From an optimization exercise on the open Yosys and OpenROAD flow, aimed at small area, a short achievable clock period and few clock cycles per item; shortcuts taken in it are not production practice. The RTL was checked by simulation tests, not by an equivalence proof against the original design.

==> flow/design.v (excerpt) <==
module aes256_core (
  input  wire         clk,
  input  wire         rst,         
  input  wire         in_valid,
  output wire         in_ready,
  input  wire [255:0] in_key,
  input  wire [127:0] in_block,
  output wire         out_valid,
  input  wire         out_ready,
  output wire [127:0] out_block
);
export LEC_CHECK = 0
export ABC_AREA = 1
export CAP_MARGIN = 20
export CELL_PAD_IN_SITES_DETAIL_PLACEMENT = 1
export CELL_PAD_IN_SITES_GLOBAL_PLACEMENT = 1
export CORE_MARGIN = 2
export CORE_UTILIZATION = 50
export CTS_BUF_LIST = sky130_fd_sc_hd__clkbuf_8
export CTS_CLUSTER_SIZE = 30
export PLACE_DENSITY = 0.66
export SETUP_SLACK_MARGIN = 5
export SLEW_MARGIN = 20
create_clock -name core_clock -period 8.0 [get_ports {clk}]
run.sh (not shown) runs the stock make flow with config.mk's settings and CLKGATE_MAP_FILE= SYNTH_SCRIPT=/design/flow/synth_recipe.tcl, a recipe that flattens the netlist after the stock synthesis.
The first run ended with an error in global routing (5_1_grt), error GRT-0116.
Testbench counts at the start, summed over its fixed seeds: cycles 7,208, items 512.
==> next run, changes <==
--- a/flow/config.mk
+++ b/flow/config.mk
@@ -11 +11 @@
-export CELL_PAD_IN_SITES_GLOBAL_PLACEMENT = 1
+export CELL_PAD_IN_SITES_GLOBAL_PLACEMENT = 2
@@ -13,2 +13 @@
-export CORE_UTILIZATION = 50
-export CTS_BUF_LIST = sky130_fd_sc_hd__clkbuf_8
+export CORE_UTILIZATION = 36
@@ -16 +15 @@
-export PLACE_DENSITY = 0.66
+export PLACE_DENSITY = 0.55
Outcome: This time the run produced a clean layout. Synthesized area stays the same. Synthesized cell count does not change.
==> next run, changes <==
--- a/flow/config.mk
+++ b/flow/config.mk
@@ -11 +11 @@
-export CELL_PAD_IN_SITES_GLOBAL_PLACEMENT = 2
+export CELL_PAD_IN_SITES_GLOBAL_PLACEMENT = 1
@@ -13,3 +13,3 @@
-export CORE_UTILIZATION = 36
-export CTS_CLUSTER_SIZE = 30
-export PLACE_DENSITY = 0.55
+export CORE_UTILIZATION = 50
+export CTS_CLUSTER_SIZE = 40
+export PLACE_DENSITY = 0.66
Result: Now the flow stopped in global routing (5_1_grt) on GRT-0116. Area after synthesis does not change. Synthesized cell count is unchanged.
==> next run, changes <==
--- a/flow/config.mk
+++ b/flow/config.mk
@@ -13,3 +13,3 @@
-export CORE_UTILIZATION = 50
-export CTS_CLUSTER_SIZE = 40
-export PLACE_DENSITY = 0.66
+export CORE_UTILIZATION = 45
+export CTS_CLUSTER_SIZE = 30
+export PLACE_DENSITY = 0.62
After rerunning: The changed run aborted during global routing (5_1_grt) with GRT-0232; synthesized cell count stays the same; area after synthesis is unchanged.

* * *

== 04-07 ==
aes256_core, a different RTL version from the one above (not shown whole).
For scale: ~17000 cells after synthesis, ~95000 sq um of cells after synthesis.
## aes256_core
module aes256_core (
  input  wire         clk,
  input  wire         rst,         
  input  wire         in_valid,
  output wire         in_ready,
  input  wire [255:0] in_key,
  input  wire [127:0] in_block,
  output wire         out_valid,
  input  wire         out_ready,
  output wire [127:0] out_block
);
  genvar i;
  reg [127:0] s0;
  reg [127:0] k0p;         
  reg [127:0] k0c;         
  reg [3:0]   r0;
  reg         v0;          
  reg         p0;          
  reg         y0;          
  reg [127:0] s1;
  reg [127:0] k1p;
  reg [127:0] k1c;
  reg [31:0]  sw1;         
  reg [3:0]   r1;
  reg         v1;
  reg         p1;
  reg         y1;
  reg         ov;
  reg [127:0] ob;
  reg         ir;
  assign in_ready  = ir;
  assign out_valid = ov;
  assign out_block = ob;
  wire [127:0] sb;
  generate
    for (i = 0; i < 16; i = i + 1) begin : g_sub
      aes256_sbox u_sbox (.x(s0[127-8*i -: 8]), .y(sb[127-8*i -: 8]));
    end
  endgenerate
  wire [127:0] sr;
  generate
    for (i = 0; i < 16; i = i + 1) begin : g_shift
      localparam integer C = i / 4;
      localparam integer R = i % 4;
      localparam integer SRC = ((C + R) % 4) * 4 + R;
      assign sr[127-8*i -: 8] = sb[127-8*SRC -: 8];
    end
  endgenerate
  wire [31:0] sub_out;
  generate
    for (i = 0; i < 4; i = i + 1) begin : g_ksub
      aes256_sbox u_sbox (.x(k0c[31-8*i -: 8]), .y(sub_out[31-8*i -: 8]));
    end
  endgenerate
  always @(posedge clk) begin
    s1  <= sr;
    k1p <= k0p;
    k1c <= k0c;
    sw1 <= sub_out;
    r1  <= r0;
  end
  function [7:0] xtime(input [7:0] b);
    xtime = {b[6:0], 1'b0} ^ (b[7] ? 8'h1b : 8'h00);
  endfunction
  wire [127:0] mc;
  generate
    for (i = 0; i < 4; i = i + 1) begin : g_mix
      wire [7:0] a0 = s1[127-32*i -: 8];
      wire [7:0] a1 = s1[119-32*i -: 8];
      wire [7:0] a2 = s1[111-32*i -: 8];
      wire [7:0] a3 = s1[103-32*i -: 8];
      assign mc[127-32*i -: 8] = xtime(a0) ^ (xtime(a1) ^ a1) ^ a2 ^ a3;
  ...
clock: 8.0 ns
lec_check: 0
abc_area: 1
cap_margin: 20
cell_pad_in_sites_detail_placement: 1
cell_pad_in_sites_global_placement: 1
core_margin: 2
core_utilization: 40
place_density: 0.6
setup_slack_margin: 4.7
slew_margin: 20
04-07 | stages: all done | timing, DRC, antenna: all pass
Testbench counts of 04-07, summed over its fixed seeds: cycles 7,208, items 512.
Changes in 06-09 relative to 04-07:
# 04-07
export LEC_CHECK = 0
export ABC_AREA = 1
export CAP_MARGIN = 20
export CELL_PAD_IN_SITES_DETAIL_PLACEMENT = 1
export CELL_PAD_IN_SITES_GLOBAL_PLACEMENT = 1
export CORE_MARGIN = 2
export CORE_UTILIZATION = 40
export PLACE_DENSITY = 0.6
export SETUP_SLACK_MARGIN = 4.7
export SLEW_MARGIN = 20
create_clock -name core_clock -period 8.0 [get_ports {clk}]
# 06-09
export LEC_CHECK = 0
export ABC_AREA = 1
export CAP_MARGIN = 20
export CELL_PAD_IN_SITES_DETAIL_PLACEMENT = 2
export CELL_PAD_IN_SITES_GLOBAL_PLACEMENT = 4
export CORE_MARGIN = 2
export CORE_UTILIZATION = 40
export PLACE_DENSITY = 0.55
export SETUP_SLACK_MARGIN = 4.8
export SLEW_MARGIN = 20
create_clock -name core_clock -period 8.0 [get_ports {clk}]
==> comparison <==
Re number of enable-type register cells in the synthesized netlist: no difference whatsoever between 06-09 and 04-07.
Reported for 04-07 and 06-09, share of the synthesized area in compound gates (AO/OA/AOI/OAI) turned out identical to the last digit.
On async set-reset flop share out of synthesis, 06-09 tracks 04-07 almost exactly.
The initial cell density of the core of 06-09 and that of 04-07 are within noise of each other.
06-09 -> 04-07: post-synthesis sequential element count flat
Run status, 06-09: aborted in global placement without I/O (3_1_place_gp_skip_io), error GPL-0301
Diff 06-09..04-07 | area after synthesis | unchanged
Number of placement rows came out exactly the same in 04-07 and 06-09.

[port drivers added, routing unchanged]
The results above use ideal ports. As a check the final layouts listed here were re-extracted and re-timed, cells and wires unchanged.
Step 1 sets driving cells, clkbuf_16 on the clock port and buf_2 on the other inputs (assumed; they add their load-dependent delay and slew).
Step 2 adds t to the input delays and takes it off the output delays; t is the mean of the earliest and latest rising clock arrival at the registers after step 1. Input paths then give back, and output paths get back, about the clock's delay inside the block.
a / b / c = ideal ports / drivers / drivers and shift; a / b = the first two.
| run | shift t [ns] | setup WS [ns] | latest minus earliest clock arrival (ns) | worst data-port slew with drivers (ns) | pins driven straight from the clock port |
|---|---|---|---|---|---|
| the second run of note 1 | 0.875 | 4.783 / 4.783 / 4.297 | 0.076 / 0.076 | 0.30 | 1 |
| 04-07 | 0.904 | 4.606 / 4.606 / 4.357 | 0.087 / 0.088 | 0.14 | 1 |
After both steps setup and hold are still met in every run listed. The setup slack of the second run of note 1, which loses most, moves by 0.000 ns with the drivers and by -0.486 ns with both steps.
